Background: an optimization exercise with open tools, aiming at small area, a short achievable clock period and few clock cycles. Do not read the settings as production practice. Function was checked by simulation only, so behaviour that the tests miss may differ from the original.

Setup of job 1908:
// dsl_cmac
module dsl_cmac (
    input  wire         clk,
    input  wire         rst_n,         
    input  wire         key_load,
    input  wire [127:0] key,
    input  wire         in_valid,
    output wire         in_ready,
    input  wire [31:0]  in_data,
    input  wire         in_last,
    input  wire [1:0]   in_nbytes,     
    output reg          tag_valid,
    output wire [127:0] tag
);
    reg  [127:0] key_r;         
    reg          kz;            
    reg  [127:0] k1;            
    reg  [127:0] aes_st;        
    reg  [127:0] rk;            
    reg  [3:0]   rnd;           
    reg          kmode;         
    reg          waitx;         
    reg          cur_last;      
    reg  [95:0]  buf_w;
    reg  [1:0]   bcnt;          
    reg          bpad;          
    reg          bpad80;        
    reg          bvirt;         
    reg          blast;         
    reg          bkey;          
    reg          c_mix;         
    reg          c_shift;       
    reg          c_hold;        
    reg          c_rk;          
    reg          c_buf;         
    reg          c_ks_key;      
    reg          c_ks_rk;       
    reg          c_kfin;        
  ...
Size in the first run: ~6600 cells after synthesis, about 640 flip-flops.
export LEC_CHECK = 0
export CAP_MARGIN = 20
export CORE_MARGIN = 2
export CORE_UTILIZATION = 40
export CTS_BUF_LIST = sky130_fd_sc_hd__clkbuf_8 sky130_fd_sc_hd__clkbuf_16
export CTS_CLUSTER_DIAMETER = 100
export CTS_CLUSTER_SIZE = 20
export PLACE_DENSITY = 0.6
export SETUP_SLACK_MARGIN = 5.0
export SLEW_MARGIN = 20
export SYNTH_HIERARCHICAL = 1
export SYNTH_MINIMUM_KEEP_SIZE = 0
export TNS_END_PERCENT = 50
create_clock -name core_clock -period 10.0 [get_ports {clk}]
standard.sh (not shown) runs the stock make flow with config.mk's settings and CLKGATE_MAP_FILE= SYNTH_SCRIPT=/design/flow/synth_recipe.tcl, a recipe that flattens the netlist after the stock synthesis.
==> flow/flow/run.sh <==
#!/bin/bash
set -eu -o pipefail
bash standard.sh synth > synth.log 2>&1
bash standard.sh "BUFFER_PORTS_ARGS=-buffer_cell sky130_fd_sc_hd__buf_1" finish > layout.log 2>&1
Testbench counts of job 1908, summed over its fixed seeds: cycles 77,494.
> inputs changed (job 1908 -> job 7252)
diff --git a/flow/config.mk b/flow/config.mk
--- a/flow/config.mk
+++ b/flow/config.mk
@@ -10 +10 @@
-export CORE_UTILIZATION = 40
+export CORE_UTILIZATION = 50
@@ -14 +14 @@
-export PLACE_DENSITY = 0.6
+export PLACE_DENSITY = 0.65
@@ -19 +18,0 @@
-export TNS_END_PERCENT = 50
## What came out
Comparing job 7252 and job 1908, the lower logic depth of the worst path, buffers included was measured on job 1908. From job 1908 to job 7252 the numbers moved as follows: worst relative slew slack rose by 0.22 points; cell area now larger. Sort job 7252 and job 1908 by routed wire length desc -> top: job 1908. Compared with job 1908, job 7252 shows a higher global-route met1 utilization.
Input-level comparison between job 3521 and job 7252:
diff --git a/flow/config.mk b/flow/config.mk
--- a/flow/config.mk
+++ b/flow/config.mk
@@ -10 +10 @@
-export CORE_UTILIZATION = 50
+export CORE_UTILIZATION = 40
@@ -14,2 +14,2 @@
-export PLACE_DENSITY = 0.65
-export SETUP_SLACK_MARGIN = 5.0
+export PLACE_DENSITY = 0.55
+export SETUP_SLACK_MARGIN = 5
@@ -18,0 +19 @@
+export TNS_END_PERCENT = 50
Results
Status: layout inverter count without the clock tree parity (job 3521, job 7252)
Relative to job 3521, the following input files were edited for job 4040:
==> flow/flow/run.sh <==
#!/bin/bash
set -eu -o pipefail
SETUP_MARGIN=${SETUP_MARGIN:-5.8}
bash standard.sh synth > synth.log 2>&1
bash standard.sh "BUFFER_PORTS_ARGS=-buffer_cell sky130_fd_sc_hd__buf_1" \
  "SETUP_SLACK_MARGIN=$SETUP_MARGIN" finish > layout.log 2>&1
diff --git a/flow/config.mk b/flow/config.mk
--- a/flow/config.mk
+++ b/flow/config.mk
@@ -19 +18,0 @@
-export TNS_END_PERCENT = 50
## What came out
Comparing via count of the first global-routing pass for job 3521 and job 4040, the smaller number came from job 3521. Of job 3521 and job 4040, the higher required time of the worst setup path belongs to job 4040. Compared with job 3521, job 4040 shows a higher area share of buffers outside the clock network. Re final weighted congestion of routability-driven global placement: job 4040 is 0.044 down on job 3521. Between job 4040 and job 3521, it is job 4040 whose total track usage is higher, by 4.1 points. Going from job 3521 to job 4040, routed via count divided by cell count grows by 2.3%. Job 3521 → job 4040: synthesized area neither gained nor lost much, fmax picked up an extra 3.3%.

-- what the ideal ports hide --
How much do the figures lean on ideal ports? The routed layouts below were timed once more, with nothing changed but the port constraints. Step 1: set_driving_cell puts a clkbuf_16 on clk and a buf_2 on each other input, an assumption about the parent block. Step 2 moves the port delays by t, midway between the first and last clock arrival at a register: inputs arrive t later, outputs are due t later. That takes back most of the time a late clock gives input paths. Slacks: ideal ports / drivers / drivers and shift; pairs: ideal ports / drivers.
| run | shift t [ns] | setup WS [ns] | worst register clock-pin slew, ns | worst data-port slew with drivers (ns) | pins driven straight from the clock port |
|---|---|---|---|---|---|
| job 1908 | 0.713 | 5.132 / 5.132 / 4.538 | 0.10 / 0.10 | 0.19 | 1 |
| job 7252 | 0.710 | 4.987 / 4.987 / 4.634 | 0.10 / 0.10 | 0.07 | 1 |
| job 3521 | 0.713 | 5.091 / 5.091 / 4.476 | 0.10 / 0.10 | 0.10 | 1 |
| job 4040 | 0.741 | 5.246 / 5.246 / 5.023 | 0.11 / 0.11 | 0.08 | 1 |
After both steps setup and hold are still met in every run listed. The setup slack of job 3521, which loses most, moves by 0.000 ns with the drivers and by -0.615 ns with both steps.
